This design comes from an exercise in tuning for small area, a short achievable clock period and few clock cycles on the open sky130 flow, not from production work.
Function was checked by simulation only, so behaviour that the tests miss may differ from the original.
No activity file was given, so power comes from the tool's default toggle rates.

==> flow/config.mk <==
export PLATFORM = sky130hd
export DESIGN_NAME = cv_unit
export DESIGN_NICKNAME = cv_unit
export VERILOG_FILES = /design/flow/design.v
export SDC_FILE = /design/flow/constraint.sdc
export NUM_CORES = 4
export LEC_CHECK = 0
export CAP_MARGIN = 20
export CORE_MARGIN = 2
export CORE_UTILIZATION = 40
export SLEW_MARGIN = 20
export SYNTH_HIERARCHICAL = 1
export TNS_END_PERCENT = 25
==> flow/constraint.sdc <==
create_clock -name core_clock -period 10.0 [get_ports {clk}]
set_input_delay 2.0000 -clock core_clock [delete_from_list [all_inputs] [get_ports {clk}]]
set_output_delay 2.0000 -clock core_clock [all_outputs]
set_load 0.01 [all_outputs]
==> flow/design.v <==
module cv_unit (
    input  wire        clk,
    input  wire        rst,           
    input  wire        engine_held,   
    input  wire        req_valid,
    output wire        req_ready,
    input  wire        req_write,
    input  wire [11:0] req_addr,      
    input  wire [1:0]  req_size,      
    input  wire [63:0] req_wdata,     
    output reg         rsp_valid,
    output reg  [63:0] rsp_rdata,
    output reg         host_event
);
    reg  [1:0]  poly;
    reg         use_seed;
    reg  [63:0] seed;
    reg  [63:0] state;              
    reg  [63:0] count;
    reg         p_k1, p_k2, p_k4;   
    reg  [31:0] p_data;             
    reg         p_restart;
    reg         p_hold;             
    reg         rd_wait;
    reg  [6:0]  r_sel;
    reg         r_held;
    assign req_ready = !rd_wait;
    wire       d_event, d_read, d_restart, d_config, d_seed_lo, d_seed_hi;
    wire       d_k1, d_k2, d_k4, d_hold;
    wire [31:0] d_data;
    wire [6:0] d_sel;
    wire       d_held;
    cv_unit_dec_event u_dec_event (
        .rst(rst), .engine_held(engine_held), .req_valid(req_valid),
        .req_write(req_write), .req_addr(req_addr), .req_size(req_size),
        .busy(rd_wait), .cfg_bad(req_wdata[2]), .poly(poly),
        .event_o(d_event)
    );
    cv_unit_dec_config u_dec_config (
        .rst(rst), .engine_held(engine_held), .req_valid(req_valid),
        .req_write(req_write), .req_addr(req_addr), .req_size(req_size),
        .busy(rd_wait), .cfg_bad(req_wdata[2]), .poly(poly),
        .restart_o(d_restart), .config_o(d_config)
    );
    cv_unit_dec_seed u_dec_seed (
        .rst(rst), .engine_held(engine_held), .req_valid(req_valid),
        .req_write(req_write), .req_addr(req_addr), .req_size(req_size),
        .busy(rd_wait), .cfg_bad(req_wdata[2]), .poly(poly),
        .seed_lo_o(d_seed_lo), .seed_hi_o(d_seed_hi)
    );
    cv_unit_dec_feed u_dec_feed (
        .rst(rst), .engine_held(engine_held), .req_valid(req_valid),
        .req_write(req_write), .req_addr(req_addr), .req_size(req_size),
        .busy(rd_wait), .cfg_bad(req_wdata[2]), .poly(poly),
        .k1_o(d_k1), .k2_o(d_k2), .k4_o(d_k4), .hold_o(d_hold)
    );
    cv_unit_dec_read u_dec_read (
        .rst(rst), .engine_held(engine_held), .req_valid(req_valid),
        .req_write(req_write), .req_addr(req_addr), .req_size(req_size),
        .busy(rd_wait), .cfg_bad(req_wdata[2]), .poly(poly),
        .r_sel(r_sel), .r_held(r_held),
        .read_o(d_read), .sel_o(d_sel), .held_o(d_held)
    );
    cv_unit_align u_align (
        .req_addr(req_addr[1:0]), .req_size(req_size), .req_wdata(req_wdata[31:0]), .data_o(d_data)
    );
    wire [63:0] state_next, count_next;
    cv_unit_crc u_crc (
        .state(state), .poly(poly), .use_seed(use_seed), .seed(seed),
        .k1(p_k1), .k2(p_k2), .k4(p_k4), .data(p_data),
        .restart(p_restart), .hold(p_hold), .state_next(state_next)
    );
    cv_unit_count u_count (
        .count(count), .k1(p_k1), .k2(p_k2), .k4(p_k4), .restart(p_restart), .count_next(count_next)
    );
    wire [63:0] rdata;
    cv_unit_rdata u_rdata (
        .sel(d_sel), .state(state), .count(count), .seed(seed),
        .poly(poly), .use_seed(use_seed), .held(d_held), .rdata(rdata)
    );
    always @(posedge clk) begin
        state     <= state_next;
        count     <= count_next;
        p_data    <= d_data;
        r_sel     <= d_sel;
        r_held    <= d_held;
        rsp_rdata <= rdata;
    end
    always @(posedge clk) begin
        if (rst) begin
            poly       <= 2'd1;
            use_seed   <= 1'b0;
            seed       <= 64'h0;
            p_k1       <= 1'b0;
            p_k2       <= 1'b0;
            p_k4       <= 1'b0;
            p_restart  <= 1'b1;
            p_hold     <= 1'b0;
            rsp_valid  <= 1'b0;
            rd_wait    <= 1'b0;
            host_event <= 1'b0;
        end else begin
            host_event <= d_event;
            rsp_valid  <= (d_read && p_hold) || rd_wait;
            rd_wait    <= d_read && !p_hold;
            p_k1       <= d_k1;
            p_k2       <= d_k2;
            p_k4       <= d_k4;
            p_restart  <= d_restart;
            p_hold     <= d_hold;
            if (d_config) begin
                poly     <= req_wdata[1:0];
                use_seed <= req_wdata[8];
            end
            if (d_seed_lo) seed[31:0]  <= req_wdata[31:0];
            if (d_seed_hi) seed[63:32] <= req_wdata[63:32];
        end
    end
endmodule
module cv_unit_dec_event (
    input  wire        rst,
    input  wire        engine_held,
    input  wire        req_valid,
    input  wire        busy,          
    input  wire        req_write,
    input  wire [11:0] req_addr,
    input  wire [1:0]  req_size,
    input  wire        cfg_bad,       
    input  wire [1:0]  poly,
    output wire        event_o    
);
    localparam [8:0] R_FEED = 9'h020;
    wire [2:0] lane = req_addr[2:0];
    wire [1:0] size = req_size;
    wire low_win    = (req_addr[11:6] == 6'd0);
    wire at_config  = low_win && (req_addr[5:3] == 3'd0);
    wire at_seed    = low_win && (req_addr[5:3] == 3'd1);
    wire at_result  = low_win && (req_addr[5:3] == 3'd2);
    wire at_count   = low_win && (req_addr[5:3] == 3'd3);
    wire at_status  = low_win && (req_addr[5:3] == 3'd4);
    wire at_restart = low_win && (req_addr[5:3] == 3'd5);
    wire at_feed    = (req_addr[11:3] == R_FEED) && !lane[2];
    wire ok48 = size[1] && (lane[1:0] == 2'b00) && !(size[0] && lane[2]);
    wire ok124 = (size == 2'd0) || (size == 2'd1 && !lane[0]) || (size == 2'd2 && lane[1:0] == 2'b00);
    wire size_ok = (req_write && at_feed) ? ok124 : ok48;
    wire wr_feed    = req_write && at_feed && ok124;
    wire wr_config  = req_write && ok48 && at_config && !lane[2];
    wire wr_restart = req_write && ok48 && at_restart;
    wire held_drop  = engine_held && (wr_feed || wr_config || wr_restart);
    wire accept = req_valid && !rst && !busy;
    wire feed   = accept && wr_feed && !engine_held;
    assign event_o   = accept && (!size_ok || held_drop || (wr_config && cfg_bad));
endmodule
module cv_unit_dec_config (
    input  wire        rst,
    input  wire        engine_held,
    input  wire        req_valid,
    input  wire        busy,          
    input  wire        req_write,
    input  wire [11:0] req_addr,
    input  wire [1:0]  req_size,
    input  wire        cfg_bad,       
    input  wire [1:0]  poly,
    output wire        restart_o,     
    output wire        config_o    
);
    localparam [8:0] R_FEED = 9'h020;
    wire [2:0] lane = req_addr[2:0];
    wire [1:0] size = req_size;
    wire low_win    = (req_addr[11:6] == 6'd0);
    wire at_config  = low_win && (req_addr[5:3] == 3'd0);
    wire at_seed    = low_win && (req_addr[5:3] == 3'd1);
    wire at_result  = low_win && (req_addr[5:3] == 3'd2);
    wire at_count   = low_win && (req_addr[5:3] == 3'd3);
    wire at_status  = low_win && (req_addr[5:3] == 3'd4);
    wire at_restart = low_win && (req_addr[5:3] == 3'd5);
    wire at_feed    = (req_addr[11:3] == R_FEED) && !lane[2];
    wire ok48 = size[1] && (lane[1:0] == 2'b00) && !(size[0] && lane[2]);
    wire ok124 = (size == 2'd0) || (size == 2'd1 && !lane[0]) || (size == 2'd2 && lane[1:0] == 2'b00);
    wire size_ok = (req_write && at_feed) ? ok124 : ok48;
    wire wr_feed    = req_write && at_feed && ok124;
    wire wr_config  = req_write && ok48 && at_config && !lane[2];
    wire wr_restart = req_write && ok48 && at_restart;
    wire held_drop  = engine_held && (wr_feed || wr_config || wr_restart);
    wire accept = req_valid && !rst && !busy;
    wire feed   = accept && wr_feed && !engine_held;
    assign restart_o = accept && !engine_held && ((wr_config && !cfg_bad) || wr_restart);
    assign config_o  = accept && !engine_held && wr_config && !cfg_bad;
endmodule
module cv_unit_dec_seed (
    input  wire        rst,
    input  wire        engine_held,
    input  wire        req_valid,
    input  wire        busy,          
    input  wire        req_write,
    input  wire [11:0] req_addr,
    input  wire [1:0]  req_size,
    input  wire        cfg_bad,       
    input  wire [1:0]  poly,
    output wire        seed_lo_o,     
    output wire        seed_hi_o    
);
    localparam [8:0] R_FEED = 9'h020;
    wire [2:0] lane = req_addr[2:0];
    wire [1:0] size = req_size;
    wire low_win    = (req_addr[11:6] == 6'd0);
    wire at_config  = low_win && (req_addr[5:3] == 3'd0);
    wire at_seed    = low_win && (req_addr[5:3] == 3'd1);
    wire at_result  = low_win && (req_addr[5:3] == 3'd2);
    wire at_count   = low_win && (req_addr[5:3] == 3'd3);
    wire at_status  = low_win && (req_addr[5:3] == 3'd4);
    wire at_restart = low_win && (req_addr[5:3] == 3'd5);
    wire at_feed    = (req_addr[11:3] == R_FEED) && !lane[2];
    wire ok48 = size[1] && (lane[1:0] == 2'b00) && !(size[0] && lane[2]);
    wire ok124 = (size == 2'd0) || (size == 2'd1 && !lane[0]) || (size == 2'd2 && lane[1:0] == 2'b00);
    wire size_ok = (req_write && at_feed) ? ok124 : ok48;
    wire wr_feed    = req_write && at_feed && ok124;
    wire wr_config  = req_write && ok48 && at_config && !lane[2];
    wire wr_restart = req_write && ok48 && at_restart;
    wire held_drop  = engine_held && (wr_feed || wr_config || wr_restart);
    wire accept = req_valid && !rst && !busy;
    wire feed   = accept && wr_feed && !engine_held;
    assign seed_lo_o = accept && req_write && ok48 && at_seed && !lane[2];
    assign seed_hi_o = accept && req_write && ok48 && at_seed && (size[0] || lane[2]);
endmodule
module cv_unit_dec_feed (
    input  wire        rst,
    input  wire        engine_held,
    input  wire        req_valid,
    input  wire        busy,          
    input  wire        req_write,
    input  wire [11:0] req_addr,
    input  wire [1:0]  req_size,
    input  wire        cfg_bad,       
    input  wire [1:0]  poly,
    output wire        k1_o, k2_o, k4_o,    
    output wire        hold_o    
);
    localparam [8:0] R_FEED = 9'h020;
    wire [2:0] lane = req_addr[2:0];
    wire [1:0] size = req_size;
    wire low_win    = (req_addr[11:6] == 6'd0);
    wire at_config  = low_win && (req_addr[5:3] == 3'd0);
    wire at_seed    = low_win && (req_addr[5:3] == 3'd1);
    wire at_result  = low_win && (req_addr[5:3] == 3'd2);
    wire at_count   = low_win && (req_addr[5:3] == 3'd3);
    wire at_status  = low_win && (req_addr[5:3] == 3'd4);
    wire at_restart = low_win && (req_addr[5:3] == 3'd5);
    wire at_feed    = (req_addr[11:3] == R_FEED) && !lane[2];
    wire ok48 = size[1] && (lane[1:0] == 2'b00) && !(size[0] && lane[2]);
    wire ok124 = (size == 2'd0) || (size == 2'd1 && !lane[0]) || (size == 2'd2 && lane[1:0] == 2'b00);
    wire size_ok = (req_write && at_feed) ? ok124 : ok48;
    wire wr_feed    = req_write && at_feed && ok124;
    wire wr_config  = req_write && ok48 && at_config && !lane[2];
    wire wr_restart = req_write && ok48 && at_restart;
    wire held_drop  = engine_held && (wr_feed || wr_config || wr_restart);
    wire accept = req_valid && !rst && !busy;
    wire feed   = accept && wr_feed && !engine_held;
    assign k1_o = feed && (size == 2'd0);
    assign k2_o = feed && (size == 2'd1);
    assign k4_o = feed && size[1];
    assign hold_o = !feed && !(accept && !engine_held && ((wr_config && !cfg_bad) || wr_restart));
endmodule
module cv_unit_dec_read (
    input  wire        rst,
    input  wire        engine_held,
    input  wire        req_valid,
    input  wire        busy,          
    input  wire        req_write,
    input  wire [11:0] req_addr,
    input  wire [1:0]  req_size,
    input  wire        cfg_bad,       
    input  wire [1:0]  poly,
    input  wire [6:0]  r_sel,         
    input  wire        r_held,
    output wire        read_o,        
    output wire [6:0]  sel_o,         
    output wire        held_o         
);
    localparam [8:0] R_FEED = 9'h020;
    wire [2:0] lane = req_addr[2:0];
    wire [1:0] size = req_size;
    wire low_win    = (req_addr[11:6] == 6'd0);
    wire at_config  = low_win && (req_addr[5:3] == 3'd0);
    wire at_seed    = low_win && (req_addr[5:3] == 3'd1);
    wire at_result  = low_win && (req_addr[5:3] == 3'd2);
    wire at_count   = low_win && (req_addr[5:3] == 3'd3);
    wire at_status  = low_win && (req_addr[5:3] == 3'd4);
    wire at_restart = low_win && (req_addr[5:3] == 3'd5);
    wire at_feed    = (req_addr[11:3] == R_FEED) && !lane[2];
    wire ok48 = size[1] && (lane[1:0] == 2'b00) && !(size[0] && lane[2]);
    wire ok124 = (size == 2'd0) || (size == 2'd1 && !lane[0]) || (size == 2'd2 && lane[1:0] == 2'b00);
    wire size_ok = (req_write && at_feed) ? ok124 : ok48;
    wire wr_feed    = req_write && at_feed && ok124;
    wire wr_config  = req_write && ok48 && at_config && !lane[2];
    wire wr_restart = req_write && ok48 && at_restart;
    wire held_drop  = engine_held && (wr_feed || wr_config || wr_restart);
    wire accept = req_valid && !rst && !busy;
    wire feed   = accept && wr_feed && !engine_held;
    assign read_o    = accept && !req_write;
    assign sel_o = busy ? r_sel :
                   {ok48 && at_status,
                    ok48 && at_count,
                    ok48 && at_result && (poly == 2'd3),
                    ok48 && at_result && (poly == 2'd2),
                    ok48 && at_result && !poly[1],
                    ok48 && at_seed,
                    ok48 && at_config};
    assign held_o = busy ? r_held : engine_held;
endmodule
module cv_unit_align (
    input  wire [1:0]  req_addr,
    input  wire [1:0]  req_size,
    input  wire [31:0] req_wdata,
    output reg  [31:0] data_o
);
    always @(*) begin
        case (req_size)
            2'd0:    data_o = {24'h0, req_wdata[8*req_addr +: 8]};
            2'd1:    data_o = req_addr[1] ? {16'h0, req_wdata[23:16], req_wdata[31:24]}
                                          : {16'h0, req_wdata[7:0],   req_wdata[15:8]};
            default: data_o = {req_wdata[7:0], req_wdata[15:8], req_wdata[23:16], req_wdata[31:24]};
        endcase
    end
endmodule
module cv_unit_count (
    input  wire [63:0] count,
    input  wire        k1, k2, k4,    
    input  wire        restart,
    output wire [63:0] count_next
);
    assign count_next = {64{!restart}} & (count + {61'h0, k4, k2, k1});
endmodule
module cv_unit_crc (
    input  wire [63:0] state,
    input  wire [1:0]  poly,
    input  wire        use_seed,
    input  wire [63:0] seed,
    input  wire        k1, k2, k4,    
    input  wire [31:0] data,          
    input  wire        restart,
    input  wire        hold,          
    output wire [63:0] state_next
);
    wire [31:0] y;
    assign y[31:16] = {16{k4}} & (state[63:48] ^ data[31:16]);
    assign y[15:8]  = {8{k4}} & (state[47:40] ^ data[15:8]) |
                      {8{k2}} & (state[63:56] ^ data[15:8]);
    assign y[7:0]   = {8{k4}} & (state[39:32] ^ data[7:0]) |
                      {8{k2}} & (state[55:48] ^ data[7:0]) |
                      {8{k1}} & (state[63:56] ^ data[7:0]);
    wire [63:0] shifted = {64{hold}} & state |
                          {64{k4}} & {state[31:0], 32'h0} |
                          {64{k2}} & {state[47:0], 16'h0} |
                          {64{k1}} & {state[55:0], 8'h0};
    wire [63:32] m0;
    wire [63:32] m1;
    wire [63:0]  m2;
    wire [63:48] m3;
    wire x32 = y[4] ^ y[24];
    wire x33 = y[8] ^ y[15];
    wire x34 = y[9] ^ y[16];
    wire x35 = y[17] ^ y[30];
    wire x36 = y[7] ^ y[11];
    wire x37 = y[1] ^ y[5];
    wire x38 = y[2] ^ y[18];
    wire x39 = y[22] ^ y[28];
    wire x40 = y[23] ^ y[29];
    wire x41 = y[12] ^ y[26];
    wire x42 = y[20] ^ y[31];
    wire x43 = y[3] ^ y[19];
    wire x44 = y[0] ^ y[13];
    wire x45 = y[10] ^ y[14];
    wire x46 = y[21] ^ y[27];
    wire x47 = y[6] ^ y[25];
    wire x48 = x32 ^ x33;
    wire x49 = x34 ^ x37;
    wire x50 = y[6] ^ x38;
    wire x51 = y[14] ^ x36;
    wire x52 = y[18] ^ x35;
    wire x53 = y[25] ^ x40;
    wire x54 = y[28] ^ x41;
    wire x55 = y[13] ^ y[24];
    wire x56 = y[5] ^ x44;
    wire x57 = y[10] ^ x36;
    wire x58 = y[21] ^ x43;
    wire x59 = y[9] ^ y[20];
    wire x60 = y[15] ^ y[17];
    wire x61 = y[26] ^ y[27];
    wire x62 = y[0] ^ x39;
    wire x63 = y[29] ^ x45;
    wire x64 = y[1] ^ y[19];
    wire x65 = y[7] ^ x35;
    wire x66 = y[8] ^ x42;
    wire x67 = y[5] ^ y[22];
    wire x68 = y[12] ^ y[27];
    wire x69 = y[15] ^ y[30];
    wire x70 = y[23] ^ x45;
    wire x71 = y[31] ^ x33;
    wire x72 = y[2] ^ y[6];
    wire x73 = y[11] ^ y[19];
    wire x74 = y[3] ^ x38;
    wire x75 = y[21] ^ x39;
    wire x76 = y[25] ^ x34;
    wire x77 = y[4] ^ x43;
    wire x78 = y[12] ^ x46;
    wire x79 = y[16] ^ x32;
    wire x80 = x34 ^ x40;
    wire x81 = x37 ^ x47;
    wire x82 = y[2] ^ y[14];
    wire x83 = y[5] ^ y[30];
    wire x84 = y[7] ^ y[10];
    wire x85 = y[13] ^ y[18];
    wire x86 = y[15] ^ y[31];
    wire x87 = y[24] ^ y[26];
    wire x88 = y[23] ^ x46;
    wire x89 = x44 ^ x49;
    wire x90 = y[0] ^ y[22];
    wire x91 = y[3] ^ y[11];
    wire x92 = y[4] ^ y[17];
    wire x93 = y[4] ^ y[20];
    wire x94 = y[21] ^ y[28];
    wire x95 = y[25] ^ y[29];
    wire x96 = y[28] ^ y[31];
    wire x97 = y[17] ^ x41;
    wire x98 = x32 ^ x39;
    wire x99 = y[1] ^ y[6];
    wire x100 = y[4] ^ y[23];
    wire x101 = y[8] ^ y[27];
    wire x102 = y[10] ^ y[16];
    wire x103 = y[11] ^ y[14];
    wire x104 = y[12] ^ y[22];
    wire x105 = y[16] ^ y[31];
    wire x106 = y[1] ^ x35;
    wire x107 = y[6] ^ x42;
    wire x108 = y[7] ^ x40;
    wire x109 = y[20] ^ x33;
    wire x110 = y[29] ^ x43;
    wire x111 = x32 ^ x47;
    wire x112 = x42 ^ x44;
    wire x113 = y[0] ^ y[16];
    wire x114 = y[3] ^ y[18];
    wire x115 = y[7] ^ y[19];
    wire x116 = y[12] ^ y[17];
    wire x117 = y[13] ^ y[23];
    wire x118 = y[15] ^ y[25];
    wire x119 = y[18] ^ y[27];
    wire x120 = y[20] ^ y[21];
    wire x121 = y[1] ^ x46;
    wire x122 = y[9] ^ x38;
    wire x123 = y[10] ^ x59;
    wire x124 = y[11] ^ x55;
    wire x125 = y[24] ^ x45;
    wire x126 = y[30] ^ x61;
    wire x127 = x36 ^ x68;
    wire x128 = x37 ^ x44;
    wire x129 = x51 ^ x53;
    wire x130 = y[0] ^ y[19];
    wire x131 = y[0] ^ y[28];
    wire x132 = y[2] ^ y[7];
    wire x133 = y[2] ^ y[17];
    wire x134 = y[2] ^ y[30];
    wire x135 = y[3] ^ y[13];
    wire x136 = y[3] ^ y[29];
    wire x137 = y[6] ^ y[30];
    wire x138 = y[7] ^ y[23];
    wire x139 = y[8] ^ y[31];
    wire x140 = y[10] ^ y[20];
    wire x141 = y[12] ^ y[13];
    wire x142 = y[13] ^ y[28];
    wire x143 = y[14] ^ y[19];
    wire x144 = y[16] ^ y[22];
    wire x145 = y[16] ^ y[24];
    wire x146 = y[22] ^ y[27];
    wire x147 = y[25] ^ y[30];
    wire x148 = y[26] ^ y[31];
    wire x149 = y[17] ^ x38;
    wire x150 = y[19] ^ x39;
    wire x151 = y[21] ^ x42;
    wire x152 = y[25] ^ x46;
    wire x153 = x32 ^ x67;
    wire x154 = x34 ^ x64;
    wire x155 = x35 ^ x41;
    wire x156 = x37 ^ x41;
    wire x157 = x40 ^ x43;
    wire x158 = x45 ^ x46;
    wire x159 = x42 ^ x50;
    wire x160 = x48 ^ x56;
    wire x161 = x48 ^ x58;
    wire x162 = x55 ^ x63;
    wire x163 = y[0] ^ x37;
    wire x164 = y[1] ^ x38;
    wire x165 = y[1] ^ x61;
    wire x166 = y[2] ^ x35;
    wire x167 = y[2] ^ x59;
    wire x168 = y[4] ^ x40;
    wire x169 = y[5] ^ x45;
    wire x170 = y[6] ^ x45;
    wire x171 = y[8] ^ x35;
    wire x172 = y[8] ^ x94;
    wire x173 = y[13] ^ x42;
    wire x174 = y[14] ^ x41;
    wire x175 = y[14] ^ x104;
    wire x176 = y[18] ^ x43;
    wire x177 = y[18] ^ x47;
    wire x178 = y[19] ^ x47;
    wire x179 = y[20] ^ x39;
    wire x180 = y[20] ^ x67;
    wire x181 = y[21] ^ x41;
    wire x182 = y[21] ^ x64;
    wire x183 = y[22] ^ x60;
    wire x184 = y[23] ^ x84;
    wire x185 = y[25] ^ x38;
    wire x186 = y[26] ^ x36;
    wire x187 = y[26] ^ x42;
    wire x188 = y[26] ^ x44;
    wire x189 = y[26] ^ x73;
    wire x190 = y[27] ^ x73;
    wire x191 = y[29] ^ x90;
    wire x192 = y[31] ^ x67;
    wire x193 = x33 ^ x42;
    wire x194 = x33 ^ x47;
    wire x195 = x34 ^ x36;
    wire x196 = x34 ^ x60;
    wire x197 = x34 ^ x69;
    wire x198 = x39 ^ x60;
    wire x199 = x39 ^ x68;
    wire x200 = x39 ^ x102;
    wire x201 = x40 ^ x59;
    wire x202 = x40 ^ x93;
    wire x203 = x41 ^ x146;
    wire x204 = x60 ^ x61;
    wire x205 = x82 ^ x101;
    wire x206 = x86 ^ x90;
    wire x207 = y[24] ^ x53;
    wire x208 = x49 ^ x77;
    wire x209 = x52 ^ x78;
    wire x210 = x54 ^ x80;
    wire x211 = x54 ^ x88;
    wire x212 = x58 ^ x65;
    wire x213 = x71 ^ x100;
    wire x214 = y[3] ^ x51;
    wire x215 = y[3] ^ x63;
    wire x216 = y[5] ^ x98;
    wire x217 = y[6] ^ x127;
    wire x218 = y[11] ^ x123;
    wire x219 = y[12] ^ x52;
    wire x220 = y[13] ^ x63;
    wire x221 = y[16] ^ x57;
    wire x222 = y[18] ^ x48;
    wire x223 = y[24] ^ x51;
    wire x224 = y[31] ^ x62;
    wire x225 = x33 ^ x52;
    wire x226 = x33 ^ x58;
    wire x227 = x35 ^ x75;
    wire x228 = x35 ^ x128;
    wire x229 = x37 ^ x50;
    wire x230 = x37 ^ x52;
    wire x231 = x40 ^ x65;
    wire x232 = x41 ^ x62;
    wire x233 = x43 ^ x52;
    wire x234 = x44 ^ x71;
    wire x235 = x48 ^ x95;
    wire x236 = x48 ^ x120;
    wire x237 = x50 ^ x64;
    wire x238 = x50 ^ x92;
    wire x239 = x53 ^ x77;
    wire x240 = x53 ^ x79;
    wire x241 = x54 ^ x70;
    wire x242 = x56 ^ x65;
    wire x243 = x56 ^ x66;
    wire x244 = x56 ^ x88;
    wire x245 = x57 ^ x62;
    wire x246 = x57 ^ x74;
    wire x247 = x62 ^ x74;
    wire x248 = x67 ^ x178;
    wire x249 = x69 ^ x186;
    wire x250 = x70 ^ x107;
    wire x251 = x71 ^ x87;
    wire x252 = x72 ^ x198;
    wire x253 = x74 ^ x81;
    wire x254 = x76 ^ x85;
    wire x255 = x78 ^ x106;
    wire x256 = x79 ^ x110;
    wire x257 = x80 ^ x82;
    wire x258 = x85 ^ x97;
    wire x259 = x98 ^ x157;
    wire x260 = x115 ^ x172;
    wire x261 = y[20] ^ x89;
    wire x262 = y[24] ^ x89;
    wire x263 = y[31] ^ x129;
    wire x264 = x40 ^ x89;
    wire x265 = x75 ^ x160;
    wire x266 = x75 ^ x162;
    wire x267 = x76 ^ x243;
    wire x268 = x110 ^ x159;
    assign m0[32] = (x242 ^ ((x61 ^ (y[16] ^ x38)) ^ x213));
    assign m0[33] = ((((y[0] ^ y[15]) ^ x43) ^ x122) ^ (x155 ^ x81));
    assign m0[34] = ((x84 ^ x112) ^ (x77 ^ (x165 ^ x50)));
    assign m0[35] = (x161 ^ (x156 ^ (x42 ^ (x147 ^ x36))));
    assign m0[36] = ((x59 ^ (y[14] ^ x137)) ^ x265);
    assign m0[37] = ((x125 ^ x206) ^ (x81 ^ ((y[21] ^ y[9]) ^ x108)));
    assign m0[38] = (x224 ^ (x70 ^ (x99 ^ x127)));
    assign m0[39] = (((y[1] ^ x55) ^ x126) ^ x263);
    assign m0[40] = (x213 ^ (x58 ^ ((x103 ^ x131) ^ x185)));
    assign m0[41] = (x208 ^ (x191 ^ (x41 ^ x109)));
    assign m0[42] = (x228 ^ (x88 ^ ((x32 ^ x72) ^ x123)));
    assign m0[43] = (x253 ^ (x75 ^ ((x139 ^ x36) ^ x125)));
    assign m0[44] = (x259 ^ (x51 ^ (x137 ^ ((y[31] ^ y[9]) ^ x101))));
    assign m0[45] = (((x32 ^ x61) ^ x108) ^ (x167 ^ x169));
    assign m0[46] = ((x169 ^ x181) ^ (x91 ^ (x105 ^ x72)));
    assign m0[47] = (x217 ^ (x79 ^ (x135 ^ x183)));
    assign m0[48] = ((x87 ^ (y[8] ^ x64)) ^ (x179 ^ (x108 ^ x170)));
    assign m0[49] = (x223 ^ (x151 ^ x210));
    assign m0[50] = ((x133 ^ x148) ^ x266);
    assign m0[51] = (((y[14] ^ x119) ^ x53) ^ (x91 ^ (x144 ^ x69)));
    assign m0[52] = (((x130 ^ x35) ^ x54) ^ x213);
    assign m0[53] = (((y[29] ^ x119) ^ x66) ^ x262);
    assign m0[54] = (((x47 ^ x94) ^ x125) ^ (x154 ^ x166));
    assign m0[55] = (x246 ^ (x187 ^ (x95 ^ x183)));
    assign m0[56] = (((x147 ^ x82) ^ (y[27] ^ x145)) ^ (x54 ^ x71));
    assign m0[57] = ((x204 ^ x76) ^ (x96 ^ (x136 ^ x44)));
    assign m0[58] = ((x52 ^ x63) ^ (x79 ^ (x131 ^ x165)));
    assign m0[59] = (((x37 ^ x38) ^ (x86 ^ x95)) ^ ((y[28] ^ x35) ^ x190));
    assign m0[60] = (((y[30] ^ x113) ^ x54) ^ x268);
    assign m0[61] = (x256 ^ (x65 ^ (x121 ^ x173)));
    assign m0[62] = (x222 ^ (x97 ^ (x46 ^ x180)));
    assign m0[63] = (x244 ^ (x177 ^ (y[9] ^ x150)));
    assign m1[32] = (((x41 ^ x106) ^ x257) ^ (x75 ^ (x124 ^ x194)));
    assign m1[33] = (((x53 ^ x65) ^ x234) ^ (x74 ^ ((y[9] ^ x45) ^ x203)));
    assign m1[34] = ((x149 ^ x63) ^ (x76 ^ ((y[22] ^ x68) ^ x124)));
    assign m1[35] = (x241 ^ ((x118 ^ x124) ^ x233));
    assign m1[36] = (x235 ^ (x174 ^ ((x119 ^ x73) ^ x112)));
    assign m1[37] = ((x54 ^ ((x143 ^ x69) ^ x152)) ^ x261);
    assign m1[38] = (x252 ^ ((x121 ^ x63) ^ (x87 ^ x112)));
    assign m1[39] = (x247 ^ (((x145 ^ x69) ^ x121) ^ x129));
    assign m1[40] = ((x175 ^ ((x47 ^ x60) ^ x157)) ^ x262);
    assign m1[41] = ((x93 ^ x164) ^ ((x188 ^ x194) ^ (x65 ^ x70)));
    assign m1[42] = ((x209 ^ x216) ^ (y[9] ^ x129));
    assign m1[43] = (((y[10] ^ y[3]) ^ x128) ^ x238);
    assign m1[44] = ((x51 ^ x77) ^ x229);
    assign m1[45] = (x231 ^ ((x66 ^ x81) ^ (y[26] ^ x62)));
    assign m1[46] = ((y[7] ^ x111) ^ ((x176 ^ x196) ^ (x62 ^ x78)));
    assign m1[47] = ((x193 ^ x74) ^ (x84 ^ (x141 ^ x83)));
    assign m1[48] = (x211 ^ ((x112 ^ x57) ^ (x47 ^ (y[4] ^ x134))));
    assign m1[49] = (x244 ^ (((y[19] ^ x118) ^ x166) ^ (x51 ^ x79)));
    assign m1[50] = (x50 ^ ((x143 ^ x83) ^ x202));
    assign m1[51] = ((((y[24] ^ y[7]) ^ x83) ^ x107) ^ x226);
    assign m1[52] = (x212 ^ (((y[1] ^ x72) ^ x109) ^ x210));
    assign m1[53] = (x211 ^ ((y[18] ^ x118) ^ ((x55 ^ x59) ^ (x64 ^ x84))));
    assign m1[54] = (x255 ^ (x70 ^ (((y[15] ^ y[4]) ^ x91) ^ x173)));
    assign m1[55] = (((x105 ^ x38) ^ (y[12] ^ x103)) ^ x265);
    assign m1[56] = ((x232 ^ x239) ^ (x71 ^ (y[2] ^ x106)));
    assign m1[57] = (x89 ^ ((x126 ^ x168) ^ (x66 ^ x74)));
    assign m1[58] = (x208 ^ (x171 ^ ((x72 ^ x96) ^ x158)));
    assign m1[59] = ((x159 ^ x216) ^ (x57 ^ (x136 ^ x196)));
    assign m1[60] = ((x229 ^ x251) ^ (x75 ^ x221));
    assign m1[61] = (((x96 ^ x99) ^ x126) ^ (x195 ^ x48));
    assign m1[62] = (x208 ^ (x184 ^ ((y[22] ^ x33) ^ x126)));
    assign m1[63] = (x218 ^ (((y[24] ^ x69) ^ x110) ^ (x203 ^ x81)));
    assign m2[0] = (x260 ^ (x188 ^ ((x34 ^ x82) ^ x111)));
    assign m2[1] = (x256 ^ (((x140 ^ x46) ^ x128) ^ x252));
    assign m2[2] = ((x227 ^ x253) ^ (x51 ^ (y[16] ^ x202)));
    assign m2[3] = ((x161 ^ x231) ^ (x50 ^ (x41 ^ x192)));
    assign m2[4] = (x247 ^ (x88 ^ ((y[14] ^ x83) ^ x187)));
    assign m2[5] = ((x99 ^ (x46 ^ x86)) ^ x259);
    assign m2[6] = (((x132 ^ x83) ^ x179) ^ x240);
    assign m2[7] = (x257 ^ ((x96 ^ x77) ^ x242));
    assign m2[8] = (x230 ^ ((x107 ^ x48) ^ x215));
    assign m2[9] = (x251 ^ (x56 ^ (x103 ^ (y[30] ^ (y[18] ^ y[28])))));
    assign m2[10] = ((x44 ^ ((y[29] ^ y[31]) ^ x132)) ^ (x54 ^ (x121 ^ x48)));
    assign m2[11] = (((x39 ^ x95) ^ (y[30] ^ x135)) ^ (x205 ^ x49));
    assign m2[12] = ((x102 ^ x207) ^ (x212 ^ x234));
    assign m2[13] = (x237 ^ ((x36 ^ x112) ^ x227));
    assign m2[14] = ((x175 ^ x58) ^ (x66 ^ (x108 ^ x164)));
    assign m2[15] = (((x134 ^ x59) ^ (y[22] ^ x117)) ^ x161);
    assign m2[16] = ((y[3] ^ x151) ^ (x76 ^ (x153 ^ x70)));
    assign m2[17] = ((x195 ^ x56) ^ (x70 ^ ((x133 ^ x33) ^ x150)));
    assign m2[18] = ((x109 ^ x125) ^ (x80 ^ ((x91 ^ x99) ^ (y[18] ^ x116))));
    assign m2[19] = (x225 ^ (x54 ^ ((y[0] ^ y[11]) ^ x170)));
    assign m2[20] = ((x127 ^ x154) ^ (x86 ^ (y[29] ^ x85)));
    assign m2[21] = ((y[0] ^ x111) ^ (x65 ^ (x123 ^ x181)));
    assign m2[22] = (x224 ^ (((x32 ^ x45) ^ x190) ^ (x49 ^ x50)));
    assign m2[23] = ((((x45 ^ x91) ^ x97) ^ x236) ^ x264);
    assign m2[24] = (x245 ^ (((y[19] ^ y[27]) ^ x156) ^ x225));
    assign m2[25] = (x237 ^ ((x66 ^ x80) ^ (x68 ^ (y[11] ^ x142))));
    assign m2[26] = (x212 ^ (((y[12] ^ y[28]) ^ x167) ^ x162));
    assign m2[27] = (((x87 ^ x197) ^ x245) ^ x268);
    assign m2[28] = ((x239 ^ x255) ^ (x66 ^ x221));
    assign m2[29] = (x248 ^ (((x113 ^ x42) ^ x51) ^ x219));
    assign m2[30] = (x258 ^ (x182 ^ ((x138 ^ x33) ^ x107)));
    assign m2[31] = (x62 ^ ((x61 ^ x93) ^ x177));
    assign m2[32] = ((x111 ^ x205) ^ x264);
    assign m2[33] = (x228 ^ ((y[4] ^ x102) ^ x226));
    assign m2[34] = (x159 ^ (x49 ^ (x92 ^ (y[22] ^ x103))));
    assign m2[35] = (x241 ^ (((y[17] ^ x114) ^ x76) ^ x160));
    assign m2[36] = ((x204 ^ x49) ^ (x63 ^ ((x73 ^ x85) ^ x111)));
    assign m2[37] = (x218 ^ (x160 ^ x209));
    assign m2[38] = (((x139 ^ x32) ^ (x38 ^ x90)) ^ (x156 ^ x57));
    assign m2[39] = (x214 ^ ((x163 ^ x79) ^ x211));
    assign m2[40] = ((x60 ^ (x115 ^ x46)) ^ (x49 ^ (x174 ^ x191)));
    assign m2[41] = ((x109 ^ x200) ^ (x50 ^ ((y[27] ^ x117) ^ x106)));
    assign m2[42] = (x223 ^ ((x58 ^ x80) ^ (x96 ^ x149)));
    assign m2[43] = (x235 ^ ((x104 ^ x140) ^ x233));
    assign m2[44] = (x254 ^ (x189 ^ ((x100 ^ x83) ^ x151)));
    assign m2[45] = ((x199 ^ (x92 ^ (y[2] ^ x84))) ^ x267);
    assign m2[46] = (x240 ^ ((x163 ^ x57) ^ (x43 ^ x149)));
    assign m2[47] = (x261 ^ (x219 ^ (x94 ^ x214)));
    assign m2[48] = ((x220 ^ x238) ^ (x71 ^ (x104 ^ x182)));
    assign m2[49] = ((x43 ^ (x117 ^ x38)) ^ (x51 ^ (x180 ^ x197)));
    assign m2[50] = (x250 ^ ((y[16] ^ x116) ^ x161));
    assign m2[51] = (x254 ^ (x153 ^ (x60 ^ (x120 ^ x36))));
    assign m2[52] = ((x184 ^ x56) ^ (x98 ^ (x116 ^ x122)));
    assign m2[53] = (x246 ^ (x49 ^ (((y[0] ^ y[26]) ^ x94) ^ x168)));
    assign m2[54] = ((x155 ^ ((x36 ^ x39) ^ x152)) ^ (x215 ^ x89));
    assign m2[55] = ((x207 ^ x209) ^ (x57 ^ (x154 ^ x206)));
    assign m2[56] = ((x200 ^ x66) ^ (((y[23] ^ x64) ^ x124) ^ (x155 ^ x185)));
    assign m2[57] = (x217 ^ (((y[28] ^ x113) ^ x66) ^ (x92 ^ (x114 ^ x40))));
    assign m2[58] = (x260 ^ ((x32 ^ ((y[29] ^ y[9]) ^ x141)) ^ x230));
    assign m2[59] = ((x220 ^ x248) ^ (x66 ^ (y[30] ^ x122)));
    assign m2[60] = (x250 ^ ((y[9] ^ x58) ^ x249));
    assign m2[61] = (((x144 ^ x42) ^ x48) ^ (x57 ^ x78));
    assign m2[62] = ((x72 ^ (y[23] ^ x130)) ^ (x97 ^ (x153 ^ x51)));
    assign m2[63] = (((x114 ^ x138) ^ (x55 ^ x68)) ^ (x109 ^ x81));
    assign m3[48] = ((x93 ^ (x101 ^ x73)) ^ x232);
    assign m3[49] = (x78 ^ ((x142 ^ x37) ^ x201));
    assign m3[50] = ((y[30] ^ x72) ^ x266);
    assign m3[51] = (((y[22] ^ y[3]) ^ x69) ^ x263);
    assign m3[52] = (x48 ^ (x41 ^ ((y[23] ^ y[30]) ^ x105)));
    assign m3[53] = ((x98 ^ (x73 ^ x97)) ^ x267);
    assign m3[54] = (x258 ^ (x81 ^ (x158 ^ x201)));
    assign m3[55] = (x249 ^ ((x158 ^ x50) ^ (x55 ^ x150)));
    assign m3[56] = (x129 ^ (x199 ^ ((y[16] ^ x43) ^ x193)));
    assign m3[57] = (x236 ^ ((y[13] ^ x35) ^ x210));
    assign m3[58] = (x162 ^ ((x46 ^ x192) ^ (x52 ^ x76)));
    assign m3[59] = ((x86 ^ (x39 ^ x47)) ^ (x70 ^ (x189 ^ x52)));
    assign m3[60] = (x222 ^ (x62 ^ (x105 ^ x108)));
    assign m3[61] = (x207 ^ (x49 ^ (y[19] ^ x171)));
    assign m3[62] = (((y[10] ^ x35) ^ x122) ^ (x87 ^ (x42 ^ x47)));
    assign m3[63] = ((x148 ^ x152) ^ (x176 ^ x57));
    wire [63:0] m = {64{poly == 2'd0}} & {m0, 32'h0} |
                    {64{poly == 2'd1}} & {m1, 32'h0} |
                    {64{poly == 2'd2}} & m2 |
                    {64{poly == 2'd3}} & {m3, 48'h0};
    reg [63:0] restart_state;
    always @(*) begin
        case (poly)
            2'd0, 2'd1: restart_state = use_seed ? {~seed[7:0], ~seed[15:8], ~seed[23:16], ~seed[31:24], 32'h0}
                                                 : {32'hFFFF_FFFF, 32'h0};
            2'd2:       restart_state = use_seed ? seed : 64'h0;
            default:    restart_state = use_seed ? {seed[15:0], 48'h0} : {16'hFFFF, 48'h0};
        endcase
    end
    assign state_next = shifted ^ ({64{restart}} & restart_state) ^ m;
endmodule
module cv_unit_rdata (
    input  wire [6:0]  sel,
    input  wire [63:0] state,
    input  wire [63:0] count,
    input  wire [63:0] seed,
    input  wire [1:0]  poly,
    input  wire        use_seed,
    input  wire        held,
    output wire [63:0] rdata
);
    assign rdata = {64{sel[0]}} & {55'h0, use_seed, 6'h0, poly} |
                   {64{sel[1]}} & seed |
                   {64{sel[2]}} & {32'h0, ~state[39:32], ~state[47:40], ~state[55:48], ~state[63:56]} |
                   {64{sel[3]}} & state |
                   {64{sel[4]}} & {48'h0, state[63:48]} |
                   {64{sel[5]}} & count |
                   {64{sel[6]}} & {62'h0, held, 1'b0};
endmodule
==> flow/flow/run.sh <==
#!/bin/bash
set -euo pipefail
bash standard.sh SETUP_SLACK_MARGIN=6.5 "BUFFER_PORTS_ARGS=-buffer_cell sky130_fd_sc_hd__buf_4" finish > flow_make.log 2>&1
==> flow/standard.sh <==
#!/bin/bash
# synth_recipe.tcl (not shown) runs the flow's synth.tcl, then flattens the netlist and writes it again
# the make line also repeats each setting of config.mk as NAME=value (left out here)
make -C /OpenROAD-flow-scripts/flow DESIGN_CONFIG=/design/flow/config.mk WORK_HOME=/design/flow/orfs CLKGATE_MAP_FILE= SYNTH_SCRIPT=/design/flow/synth_recipe.tcl "${@:-finish}"
==> impl_metrics.toml, run 1 <==
[route]
totalWireLength_mm = 118
routed-via-count = 22511
routedWlPerCell_um = 33.2
route.detailed.drc = 0
vias_per_cell = 6.32
first_pass_iters = 11
ant_nets = 0
drt_iter0_markers = 3716

[critical_path]
cp_top_family = "XOR/XNOR gates"
worst-path-buf-inv = 0
ff2ff_setup_slack_ns = 6.26
end_kind = "register"
reg2reg_depth = 9
r2r-end = "state[56]"
start_kind = "register"
cp_common_cell = "xnor2_1"
crit_path_max_incr_delay_ns = 0.61
path_class = "register to register"
cp_slowest_cell = "xnor2_1"
crit_required_ns = 10.50
endpoint = "state[56]"
worstPathCellList = "xor2_2 -> xnor2_1 -> and2_1 -> xnor2_1 -> xnor2_1 -> xnor2_1 -> xnor2_1 -> a211oi_1 -> xnor2_1"
crit_start = "state[54]"
worstPathMaxFanout = 7
worstPathArrival_ns = 4.24
r2r-start = "state[54]"
worst-path-stages = 9

[synthesis]
synth_edf_count = 0
synthCells = 2578
synth_area_leaders = "dfxtp_1 25%, xnor2_1 21%, xor2_1 10%"
synth_top_area_share = 0.255
synth_most_common_cell = "xnor2_1"
synth-main-ff-cell = "dfxtp_1"
synth_warnings = 9
yosysSeqAreaShare = 0.255
synth_common_cells = "570 x xnor2_1, 307 x dfxtp_1, 288 x xor2_1"
ys_seq_elements = 307
synth_top_cell_by_area = "dfxtp_1"
ys_types = 87
synth_nets = 2665
post_synth.cell_area_avg_um2 = 9.36
syn_area_mm2 = 0.0241
synth-async-reset-ratio = 0

[clocking]
clk_pin_slew_ns = 0.07
clock_path_buffers = 3
cts_max_level = 2
cts_buffers = 36
hold_buffers = 0
tritoncts = "yes"
insertion_delay_ns = 0.58
cts.sinks = 307
clock-root-buffer = "clkbuf_16"

[pwr]
p_comb_frac = 0.111
internal_power_mw = 2.23
p_switching_uw = 881
power_frac_clock = 0.445
p_leak_nw = 10.9
seq_power_share = 0.444
powerDensity_mw_per_mm2 = 107
ir_drop_uv = 106
switching_share = 0.283

[hold_path]
hp-class = "register to register"

[floorplan]
die_y_um = 250
die-area_mm2 = 0.0623
die_w_um = 250
row_count = 90
start_util = 0.402
pin_count = 150
core_area_mm2 = 0.0600

[sta]
period_needed_ns = 3.74
max_slew_margin = 0.349
drv_slew = 0
fmax_mhz = 267
post-route-period-util = 0.374
clock_skew_ns = 0.0391
holdWs_ns = 0.458
setup_viol = 0
finalSetupTns_ns = 0
rsz0062_at_grt = "true"
hold_violations = 0
max_slew.worst_pin.slew_ns = 0.974

[flow_run]
maxCapViolCount = 0

[global_route]
grt_pass1_vias = 20965
grt_pass1_wl_mm = 162
antenna_found_initial = 1
grt_max_degree = 81
grt_usage = 0.365
grt-ovfl-total = 0

[placement]
placed_cell_area_mm2 = 0.0261
gp_congestion = 1.06
place_hpwl_mm = 87.5
io_buffers = 149

[final_layout]
drive_gt1_frac = 0.199
fin_util = 0.485
antenna_cells = 0
area_growth_pct = 20.6
stdcell_area_mm2 = 0.0291
nets = 2845

[status]
status = "no timing/DRC/antenna violations"
==> cells in the final DEF, fill, tap and decap left out, drive strengths merged, types with 11 or more instances in the layout <==
master  count
xnor2     578
dfxtp     307
buf       303
xor2      294
nand2     180
nor2      164
a21oi     105
xnor3      85
mux2i      78
a222oi     72
inv        52
clkbuf     52
o211ai     48
a22oi      47
a22o       43
a221oi     42
o21ai      40
nand4      30
and2       25
or3        23
nand3      19
o22ai      17
nor2b      15
or4        13
nor4       13
o31ai      12
nor3       12
nand2b     11
==> power by group through the flow <==
| stage | logic (mW) | registers [mW] | clock network (mW) |
|---|---|---|---|
| floorplan | 0.215 | 1.32 | 0 |
| global placement | 0.318 | 1.39 | 0 |
| detailed placement | 0.321 | 1.39 | 0 |
| CTS | 0.332 | 1.37 | 1.39 |
| global route | 0.361 | 1.37 | 1.44 |
| finish | 0.346 | 1.38 | 1.38 |
==> Yosys stat by module (local to each module, per instance) <==
module / flip-flops and latches / cells
cv_unit_crc: 0 / 1465
cv_unit_dec_event: 0 / 20
cv_unit_dec_feed: 0 / 18
cv_unit: 307 / 467
cv_unit_dec_read: 0 / 34
cv_unit_dec_seed: 0 / 8
cv_unit_align: 0 / 69
cv_unit_count: 0 / 295
cv_unit_rdata: 0 / 191
cv_unit_dec_config: 0 / 11
==> state kept, by name, summed over array words and instances, names as in the netlist, 2 cells and up <==
signal and flops:
count 64, p_data 32, poly 2, r_sel 7, rsp_rdata 64, seed 64, state 64
==> area by class of cell <==
type / count / area, µm²
clock inverters: 13 / 208
clock buffers: 49 / 1000
repair buffers: 307 / 2620
multi-input cells: 2055 / 17900
flip-flops and latches: 307 / 6230
repair inverters: 1 / 7.51
well taps: 782 / 978
inverters: 50 / 191
fillers: 5623 / 30900
==> worst min path at each step <==
stage	start	endpoint	slack (ns)	cells past startpoint
6_report	p_hold	rd_wait	0.46	1
5_1_grt	p_hold	rd_wait	0.47	1
4_1_cts	p_hold	rd_wait	0.46	1
3_3_place_gp	p_hold	rd_wait	0.45	1
3_5_place_dp	p_hold	rd_wait	0.45	1
2_1_floorplan	p_hold	rd_wait	0.42	1
==> per-stage QoR <==
step | power, mW | setup slack [ns] | cells
2_1_floorplan | 1.53 | 6.61 | 2578
3_3_place_gp | 1.70 | 4.78 | 3412
5_1_grt | 3.17 | 6.30 | 3564
3_5_place_dp | 1.71 | 4.93 | 3415
6_report | 3.11 | 6.26 | 3564
4_1_cts | 3.09 | 6.32 | 3520
==> routing by layer <==
metal / up-vias / global-route usage / share of wire
met3: 388 / 0.117 / 0.14
met2: 1823 / 0.526 / 0.41
met5: - / 0 / 0
li1: 9349 / - / -
met1: 10951 / 0.478 / 0.38
met4: 0 / 0.211 / 0.067
==> cells by family (layout without fill, tap and decap cells) <==
| kind of cell | Yosys count | count (layout) | share of synthesized area |
|---|---|---|---|
| buffers and inverters | 217 | 420 | 0.0445 |
| adders and majority gates | 4 | 4 | 0.00239 |
| and+or+nand+nor | 546 | 546 | 0.114 |
| muxes | 80 | 80 | 0.0338 |
| DFF | 307 | 307 | 0.255 |
| AOI/OAI and AO/OA | 461 | 462 | 0.143 |
| xor gates and xnor gates | 963 | 963 | 0.408 |
==> what timing repair did <==
| item | CTS | global route |
|---|---|---|
| cloned | 2 | 1 |
| setup buffers | 41 | 43 |
| endpoints found under the setup margin | 166 | 126 |
| pin swaps | 18 | 12 |
| resized for setup | 154 | 37 |
Testbench counts, summed over its fixed seeds: cycles 13,387.
==> run 2, diff against run 1 <==
--- a/flow/config.mk
+++ b/flow/config.mk
@@ -11,3 +11,2 @@
 export SLEW_MARGIN = 20
 export SYNTH_HIERARCHICAL = 1
-export TNS_END_PERCENT = 25
==> run 2 against run 1 <==
Largest power group unchanged. Die area stayed put. Still clean. Power hardly changed. First-iteration DRC count fell by 6.9%. Design area increased by 0.25%. Cell count shrank 0.17%. Wire length down 0.12%. Critical path type unchanged. Synthesized cell count stayed put.
==> impl_metrics.toml, run 2 <==
[status]
status = "no timing/DRC/antenna violations"

[sta]
rsz0062_at_grt = "true"
setup_viol = 0
max_slew.worst_pin.slew_ns = 0.975
post-route-period-util = 0.363
period_needed_ns = 3.63
fmax_mhz = 276
clock_skew_ns = 0.0416
max_slew_margin = 0.349
hold_violations = 0
drv_slew = 0
finalSetupTns_ns = 0

[global_route]
grt-ovfl-total = 0
antenna_found_initial = 1
grt_pass1_wl_mm = 162
grt_max_degree = 81
grt_usage = 0.365
grt_pass1_vias = 21009

[synthesis]
synth_common_cells = "570 x xnor2_1, 307 x dfxtp_1, 288 x xor2_1"
post_synth.cell_area_avg_um2 = 9.36
synthCells = 2578
synth_area_leaders = "dfxtp_1 25%, xnor2_1 21%, xor2_1 10%"
ys_types = 87
synth-async-reset-ratio = 0
syn_area_mm2 = 0.0241
yosysSeqAreaShare = 0.255
synth_warnings = 9
synth_nets = 2665
synth-main-ff-cell = "dfxtp_1"
synth_top_cell_by_area = "dfxtp_1"
synth_top_area_share = 0.255
ys_seq_elements = 307
synth_edf_count = 0
synth_most_common_cell = "xnor2_1"

[floorplan]
row_count = 90
die-area_mm2 = 0.0623
pin_count = 150
die_w_um = 250
die_y_um = 250
start_util = 0.402
core_area_mm2 = 0.0600

[critical_path]
crit_required_ns = 10.42
worstPathMaxFanout = 7
worstPathArrival_ns = 4.05
start_kind = "register"
path_class = "register to register"
end_kind = "register"

[placement]
placed_cell_area_mm2 = 0.0261
gp_congestion = 1.06
dpl.cell_count = 3415
io_buffers = 149
place_hpwl_mm = 87.5

[pwr]
internal_power_mw = 2.23
p_comb_frac = 0.111
seq_power_share = 0.444
ir_drop_uv = 108
powerDensity_mw_per_mm2 = 107
p_leak_nw = 10.9
power_mw = 3.11
switching_share = 0.284
power_frac_clock = 0.445
p_switching_uw = 882

[clocking]
hold_buffers = 0
clock_path_buffers = 3
insertion_delay_ns = 0.58
tritoncts = "yes"
cts_max_level = 2
clk_pin_slew_ns = 0.06
cts_buffers = 36
cts.sinks = 307
clock-root-buffer = "clkbuf_16"

[final_layout]
fin_util = 0.486
nets = 2839
stdcell_count = 3558
stdcell_area_mm2 = 0.0292
final_common_cell = "xnor2_1"
final_cell_mix = "531 x xnor2_1, 272 x dfxtp_1, 270 x buf_4, 253 x xor2_1, 170 x nand2_1"
antenna_cells = 0
area_growth_pct = 20.9
drive_gt1_frac = 0.202

[hold_path]
hp-class = "register to register"

[route]
route.detailed.drc = 0
routedWlPerCell_um = 33.2
first_pass_iters = 12
vias_per_cell = 6.33
routed-via-count = 22533
totalWireLength_mm = 118
ant_nets = 0
drt_iter0_markers = 3459

[flow_run]
maxCapViolCount = 0
-- run 2: changes by cell type in the layout (fill, tap and decap cells not counted), sizes merged --
cell,before,now
buf,303,297
-- run 2: power groups by stage --
stage	combinational (mW)	sequential (mW)	clock [mW]
2_1_floorplan	0.215	1.32	0
3_3_place_gp	0.318	1.39	0
3_5_place_dp	0.321	1.39	0
4_1_cts	0.332	1.37	1.39
5_1_grt	0.360	1.37	1.44
6_report	0.344	1.38	1.38
-- run 2: worst max-delay path, stage by stage (launching register included) --
cell and delay (ns):
dfxtp_4 0.42, xnor2_1 0.42, xnor2_1 0.27, nand2_1 0.37, xor2_1 0.47, buf_4 0.32, xnor3_1 0.48, xnor2_1 0.45
nor2_1 0.11, xnor2_1 0.16
-- run 2: Yosys stat by module (local to each module, per instance) --
module / flip-flops and latches / cells / area, µm² / times used
cv_unit_dec_read: 0 / 34 / 210 / 1
cv_unit: 307 / 467 / 7310 / 1
cv_unit_rdata: 0 / 191 / 1260 / 1
cv_unit_dec_config: 0 / 11 / 70.1 / 1
cv_unit_align: 0 / 69 / 508 / 1
cv_unit_dec_seed: 0 / 8 / 72.6 / 1
cv_unit_dec_feed: 0 / 18 / 111 / 1
cv_unit_count: 0 / 295 / 1800 / 1
cv_unit_crc: 0 / 1465 / 12700 / 1
cv_unit_dec_event: 0 / 20 / 121 / 1
-- run 2: timing repair --
action / CTS / global route
setup buffers: 47 / 31
cloned: 2 / 1
setup endpoints to repair: 166 / 63
pin swaps: 22 / 9
gates resized for setup: 156 / 55
-- run 2: routing by layer --
layer / global-route usage / part of all wire
met2: 0.525 / 0.41
met5: 0 / 0
met4: 0.212 / 0.070
met1: 0.478 / 0.38
met3: 0.119 / 0.14
-- run 2: kinds of logic (layout without fill, tap and decap cells) --
logic type	Yosys count	after routing	share of synthesized area
flops	307	307	0.255
mux	80	80	0.0338
compound gates	461	462	0.143
fa+ha+maj	4	4	0.00239
buf+inv	217	414	0.0445
simple gates	546	546	0.114
xor+xnor	963	963	0.408
-- run 2: final cells by class --
class	count	area (µm²)
clock buffer	49	1000
inverter	50	191
sequential	307	6220
timing repair inverter	1	7.51
timing repair buffer	301	2570
fill	5614	30800
tap	782	978
clock inverter	13	208
multi-input combinational	2055	18000
-- run 2: worst paths after layout --
check	startpoint	to	slack, ns	depth (start not counted)
setup / recovery	state[61]	state[28]	6.37	9
hold reg to reg	p_hold	rd_wait	0.46	1
hold / removal	p_hold	rd_wait	0.46	1
setup reg to reg	state[61]	state[28]	6.37	9
-- run 2: metrics by stage --
step	hold WS (ns)	setup slack [ns]
6_report	0.456	6.37
5_1_grt	0.458	6.35
4_1_cts	0.449	6.32
3_5_place_dp	0.448	4.93
3_3_place_gp	0.449	4.78
2_1_floorplan	0.419	6.61
==> run 3, diff against run 2 <==
==> flow/flow/run.sh (replaced) <==
#!/bin/bash
set -euo pipefail
bash standard.sh SETUP_SLACK_MARGIN=6.5 "BUFFER_PORTS_ARGS=-buffer_cell sky130_fd_sc_hd__buf_1" finish > flow_make.log 2>&1
==> run 3 against run 2 <==
Still clean. Via count fell by 0.79%. Combinational power fell by 5.8%. First-iteration DRC count is 7.5% higher.
==> impl_metrics.toml, run 3 <==
[sta]
fmax_mhz = 276
max_slew_margin = 0.238
hold_violations = 0
setup_viol = 0
rsz0062_at_grt = "true"
post-route-period-util = 0.362
finalSetupTns_ns = 0
period_needed_ns = 3.62
clock_skew_ns = 0.0340
max_slew.worst_pin.slew_ns = 1.14
drv_slew = 0
worst_slack_ns = 6.38

[synthesis]
ys_types = 87
ys_seq_elements = 307
yosysSeqAreaShare = 0.255
synth-simple-area-share = 0.114
synth-async-reset-ratio = 0
synth_area_leaders = "dfxtp_1 25%, xnor2_1 21%, xor2_1 10%"
synth_compound_area_frac = 0.143
synth_common_cells = "570 x xnor2_1, 307 x dfxtp_1, 288 x xor2_1"
synthCells = 2578
post_synth.cell_area_avg_um2 = 9.36
synth-xor-area-share = 0.408
synth_edf_count = 0
muxShareOfSynthArea = 0.0338
synth_most_common_cell = "xnor2_1"
synth_warnings = 9
synthAdderAreaFrac = 0.00239
synth_top_area_share = 0.255
synth_top_cell_by_area = "dfxtp_1"
synth_top_family_by_area = "XOR/XNOR gates"
syn_area_mm2 = 0.0241
synth-main-ff-cell = "dfxtp_1"
synth_nets = 2665

[final_layout]
final_common_cell = "xnor2_1"
multi_input_area_mm2 = 0.0180
stdcell_count = 3586
final_cell_mix = "523 x xnor2_1, 275 x dfxtp_1, 258 x xor2_1, 172 x nand2_1, 158 x nor2_1"
regArea_mm2 = 0.00622
area_growth_pct = 20.2
fill_cells = 5707
drive_gt1_frac = 0.161
nets = 2862

[critical_path]
r2r-start = "state[56]"
r2r-end = "state[59]"
endpoint = "state[59]"
worstPathArrival_ns = 4.04
worstPathMaxFanout = 12
crit_start = "state[56]"
end_kind = "register"
path_class = "register to register"
start_kind = "register"
ff2ff_setup_slack_ns = 6.38
crit_required_ns = 10.42
reg2reg_depth = 11

[global_route]
grt_usage = 0.366
met1_usage = 0.493
grt_use_met3 = 0.105
grt_pass1_vias = 21093
antenna_found_initial = 3
grt-ovfl-total = 0
grtUsageMet2 = 0.530
grt_pass1_wl_mm = 163
grt_max_degree = 81
grt-busiest-layer = "met2"

[placement]
io_buffers = 149
gp_congestion = 1.06
dpl.cell_count = 3431
dp_slack_ns = 5.22
place_hpwl_mm = 87.6

[clocking]
tritoncts = "yes"
cts_buffers = 37
hold_buffers = 0
clock-root-buffer = "clkbuf_16"
clock_path_buffers = 3
cts_max_level = 2
insertion_delay_ns = 0.58
clk_pin_slew_ns = 0.06
cts.sinks = 307

[pwr]
seq_power_share = 0.436
p_leak_nw = 10.5
switching_share = 0.281
power_frac_clock = 0.462
internal_power_mw = 2.27
p_comb_frac = 0.103
ir_drop_uv = 117
p_switching_uw = 889
powerDensity_mw_per_mm2 = 109

[route]
first_pass_iters = 10
drt_iter0_markers = 3718
ant_nets = 0
routed-via-count = 22355
vias_per_cell = 6.23
totalWireLength_mm = 119
route.detailed.drc = 0
routedWlPerCell_um = 33.1

[status]
status = "no timing/DRC/antenna violations"

[floorplan]
die_w_um = 250
die-area_mm2 = 0.0623
pin_count = 150
row_count = 90
die_y_um = 250
start_util = 0.402
core_area_mm2 = 0.0600

[flow_run]
maxCapViolCount = 0

[hold_path]
hp-class = "register to register"
hold_path_startpoint = "r_sel[6]"
==> run 3: cell counts after synthesis <==
No cell type changed its count.
==> run 3: power by group through the flow <==
stage	logic, mW	clock network, mW	registers, mW
after floorplan	0.215	0	1.32
after CTS	0.308	1.47	1.36
final	0.324	1.46	1.38
after global routing	0.342	1.53	1.37
after global placement	0.294	0	1.38
after detailed placement	0.300	0	1.38
==> run 3: how the worst min path moves through the flow <==
stage                     to  depth (start not counted)
finish              r_sel[6]                          2
global route        r_sel[6]                          2
CTS                 r_sel[6]                          2
detailed placement  r_sel[6]                          2
global placement    r_sel[6]                          2
floorplan            rd_wait                          1
==> run 3: through the flow <==
stage	hold slack [ns]	power [mW]	cell area, µm²	utilization
floorplan	0.419	1.53	24100	-
finish	0.477	3.16	29000	0.483
detailed placement	0.471	1.68	25600	0.427
global route	0.521	3.24	29000	0.483
CTS	0.480	3.14	28100	0.468
global placement	0.455	1.68	25500	0.426
==> run 3: logic make-up after synthesis <==
family	count (synthesis)
compound gates	461
buf+inv	217
fa+ha+maj	4
mux	80
xor+xnor	963
simple gates	546
flops	307
==> run 3: repair_timing <==
| item | in CTS | in global routing |
|---|---|---|
| setup buffers | 32 | 51 |
| gates resized for setup | 152 | 71 |
| pin swaps | 12 | 14 |
| endpoints found under the setup margin | 168 | 88 |
| gates cloned | 2 | 2 |
==> run 3: layout make-up <==
class / count / share of cell area
tap: 782 / 0.0338
clock buffer: 49 / 0.0370
sequential: 307 / 0.214
timing repair buffer: 323 / 0.0773
clock inverter: 17 / 0.00837
inverter: 50 / 0.00660
multi-input combinational: 2055 / 0.622
antenna: 2 / 0.000173
timing repair inverter: 1 / 0.000259
==> run 3: modules after synthesis (local to each module, per instance), a selection <==
module / flops+latches / times used
cv_unit: 307 / 1
cv_unit_dec_config: 0 / 1
cv_unit_dec_read: 0 / 1
cv_unit_count: 0 / 1
cv_unit_crc: 0 / 1
cv_unit_dec_seed: 0 / 1
cv_unit_dec_feed: 0 / 1
cv_unit_rdata: 0 / 1
==> run 3: critical path, cell delays in order, from the launching register on <==
cell and delay (ns):
dfxtp_4 0.51, xor2_2 0.36, nand2_1 0.09, buf_4 0.29, xnor2_4 0.29, buf_6 0.27, xnor2_2 0.21, xor2_1 0.30
xnor3_1 0.37, o22ai_1 0.31, nor2_1 0.24, xnor2_1 0.19
==> run 3: metal layers <==
| layer | part of all wire | wire [µm] |
|---|---|---|
| met1 | 0.39 | 46500 |
| met2 | 0.41 | 48900 |
| met3 | 0.13 | 15800 |
| met4 | 0.062 | 7360 |
| met5 | 0.00023 | 27 |
==> run 4, diff against run 3 <==
--- a/flow/config.mk
+++ b/flow/config.mk
@@ -9,4 +9,5 @@
 export CORE_MARGIN = 2
 export CORE_UTILIZATION = 40
+export CTS_BUF_LIST = sky130_fd_sc_hd__clkbuf_8
 export SLEW_MARGIN = 20
 export SYNTH_HIERARCHICAL = 1
==> run 4 against run 3 <==
Hold slack got worse by 0.0042 ns. Clock-buffer cell count rose by 25. Die area did not move. Synthesized cell count is the same. Cell count up 0.39%. Global-route usage grew 0.19 points. Wire length is 0.67% higher. Clock power decreased by 5%. Register-to-register slack improved by 0.07 ns. Critical path depth shrank 3. Fmax up 1.9%.
==> impl_metrics.toml, run 4 <==
[critical_path]
path_class = "register to register"
worstPathMaxFanout = 7
end_kind = "register"
ff2ff_setup_slack_ns = 6.45
crit_required_ns = 10.50
worst-path-stages = 8
crit_path_max_incr_delay_ns = 0.54
worstPathArrival_ns = 4.06
cp_slowest_cell = "xnor3_1"
start_kind = "register"
worst-path-buf-inv = 1
cp_top_family = "XOR/XNOR gates"
reg2reg_depth = 8
worstPathCellList = "xor2_1 -> a222oi_1 -> buf_4 -> xor2_1 -> xnor3_1 -> xnor2_1 -> o221ai_1 -> xnor2_1"

[synthesis]
synth_warnings = 9
syn_area_mm2 = 0.0241
synthCells = 2578
synth_nets = 2665
ys_types = 87
synth-async-reset-ratio = 0
synth-main-ff-cell = "dfxtp_1"
synth_edf_count = 0
ys_seq_elements = 307
synth_area_leaders = "dfxtp_1 25%, xnor2_1 21%, xor2_1 10%"
synth_top_cell_by_area = "dfxtp_1"
yosysSeqAreaShare = 0.255
synth_common_cells = "570 x xnor2_1, 307 x dfxtp_1, 288 x xor2_1"
synth_top_area_share = 0.255
synth_most_common_cell = "xnor2_1"
post_synth.cell_area_avg_um2 = 9.36

[sta]
post-route-period-util = 0.355
max_slew.worst_pin.slew_ns = 1.14
rsz0062_at_grt = "true"
max_slew_margin = 0.240
setup_viol = 0
hold_violations = 0
drv_slew = 0
fmax_mhz = 281
period_needed_ns = 3.55
finalSetupTns_ns = 0
clock_skew_ns = 0.0340

[route]
vias_per_cell = 6.28
route.detailed.drc = 0
ant_nets = 0
routed-via-count = 22603
routedWlPerCell_um = 33.1
drt_iter0_markers = 3798
first_pass_iters = 14
totalWireLength_mm = 119

[placement]
dpl.cell_count = 3431
placed_cell_area_mm2 = 0.0256
io_buffers = 149
place_hpwl_mm = 87.6
gp_congestion = 1.06

[final_layout]
final_cell_mix = "523 x xnor2_1, 274 x dfxtp_1, 260 x xor2_1, 172 x nand2_1, 157 x nor2_1"
multi_input_area_mm2 = 0.0180
drive_gt1_frac = 0.164
area_growth_pct = 19.5
fin_util = 0.480
stdcell_count = 3600
stdcell_area_mm2 = 0.0288
regArea_mm2 = 0.00621
fill_cells = 5726
final_common_cell = "xnor2_1"
nets = 2860

[clocking]
cts_buffers = 53
clk_pin_slew_ns = 0.07
clock_path_buffers = 3
cts.sinks = 307
hold_buffers = 0
tritoncts = "yes"
cts_max_level = 2
clock-root-buffer = "clkbuf_8"
insertion_delay_ns = 0.66

[floorplan]
start_util = 0.402
core_area_mm2 = 0.0600
die_w_um = 250
row_count = 90
die-area_mm2 = 0.0623
pin_count = 150
die_y_um = 250

[pwr]
power_mw = 3.09
ir_drop_uv = 152
p_leak_nw = 10.5
powerDensity_mw_per_mm2 = 107

[global_route]
grt_usage = 0.368
antenna_found_initial = 5
grt_pass1_wl_mm = 163
grt-ovfl-total = 0
grt_pass1_vias = 21288
grt_max_degree = 81

[hold_path]
hold_depth = 2
hp-class = "register to register"

[flow_run]
maxCapViolCount = 0

[status]
status = "no timing/DRC/antenna violations"
-- run 4: worst paths after layout --
| kind | from | to |
|---|---|---|
| max | state[57] | state[38] |
| min | r_sel[6] | r_sel[6] |
| max reg2reg | state[57] | state[38] |
| min reg2reg | r_sel[6] | r_sel[6] |
-- run 4: logic make-up (layout without fill, tap and decap cells) --
family	Yosys count	in the layout	share of synthesized area
other	0	2	0
flip-flops	307	307	0.255
buffers and inverters	217	454	0.0445
AND/OR/NAND/NOR	546	546	0.114
adder cells (fa/ha/maj)	4	4	0.00239
multiplexers	80	80	0.0338
AO/OA/AOI/OAI	461	462	0.143
XOR/XNOR	963	963	0.408
-- run 4: what timing repair did --
| action | 4_1_cts | 5_1_grt |
|---|---|---|
| setup buffers | 39 | 26 |
| pin swaps | 16 | 9 |
| resized for setup | 159 | 58 |
| setup endpoints to repair | 152 | 89 |
| cloned | 2 | 2 |
-- run 4: Yosys stat by module, one instance, submodules excluded --
| module | cell area [µm²] | cells | copies in the design |
|---|---|---|---|
| cv_unit_dec_seed | 72.6 | 8 | 1 |
| cv_unit_dec_read | 210 | 34 | 1 |
| cv_unit_dec_feed | 111 | 18 | 1 |
| cv_unit_dec_event | 121 | 20 | 1 |
| cv_unit_dec_config | 70.1 | 11 | 1 |
| cv_unit_rdata | 1260 | 191 | 1 |
| cv_unit_count | 1800 | 295 | 1 |
| cv_unit_crc | 12700 | 1465 | 1 |
| cv_unit | 7310 | 467 | 1 |
| cv_unit_align | 508 | 69 | 1 |
-- run 4: where the power goes --
group	switching, mW	leakage, nW	internal [mW]	total, mW
sequential	0.118	2.50	1.26	1.38
combinational	0.182	7.29	0.143	0.325
clock	0.572	0.700	0.818	1.39
total	0.871	10.5	2.22	3.09
-- run 4: metal layers --
| layer | up-vias | track usage | share of wire |
|---|---|---|---|
| li1 | 9397 | - | - |
| met1 | 10981 | 0.494 | 0.39 |
| met2 | 1799 | 0.529 | 0.41 |
| met3 | 420 | 0.105 | 0.14 |
| met4 | 6 | 0.204 | 0.066 |
| met5 | - | 0 | 0.00034 |
-- run 4: area by class of cell --
cell class,instances,share of cell area
timing repair buffer,305,0.0725
inverter,50,0.00664
multi-input combinational,2055,0.626
clock inverter,24,0.00989
tap,782,0.0339
timing repair inverter,1,0.000260
clock buffer,74,0.0353
sequential,307,0.216
antenna,2,0.000174
-- run 4: through the flow --
step           hold WS (ns)  worst slack, ns
2_1_floorplan         0.419             6.61
3_3_place_gp          0.455             5.08
3_5_place_dp          0.471             5.22
4_1_cts               0.480             6.49
5_1_grt               0.521             6.48
6_report              0.473             6.45
-- run 4: worst min-delay path, delay by kind of cell, from the launching register on --
family           cells  cell delay (ns)
AO/OA/AOI/OAI        1             0.07
flip-flops           1             0.30
AND/OR/NAND/NOR      1             0.05

==> re-timing with driven ports <==
The flow's constraints put no driver on any port. The routed layouts listed below were extracted and timed again, unchanged, in two steps.
Step 1 assumes that a clkbuf_16 drives the clock port and a buf_2 every other input.
Step 2 also shifts input and output timing later by t, the mid clock arrival at the registers, as if the neighbouring blocks saw the same clock.
Slacks: no drivers / after step 1 / after step 2; pairs: no drivers / after step 1.
run	shift t [ns]	setup WS [ns]
run 1	0.620	6.260 / 6.260 / 5.984
run 2	0.617	6.373 / 6.373 / 6.062
run 3	0.614	6.378 / 6.378 / 5.980
run 4	0.696	6.446 / 6.446 / 5.917
After both steps every run listed still meets setup and hold.
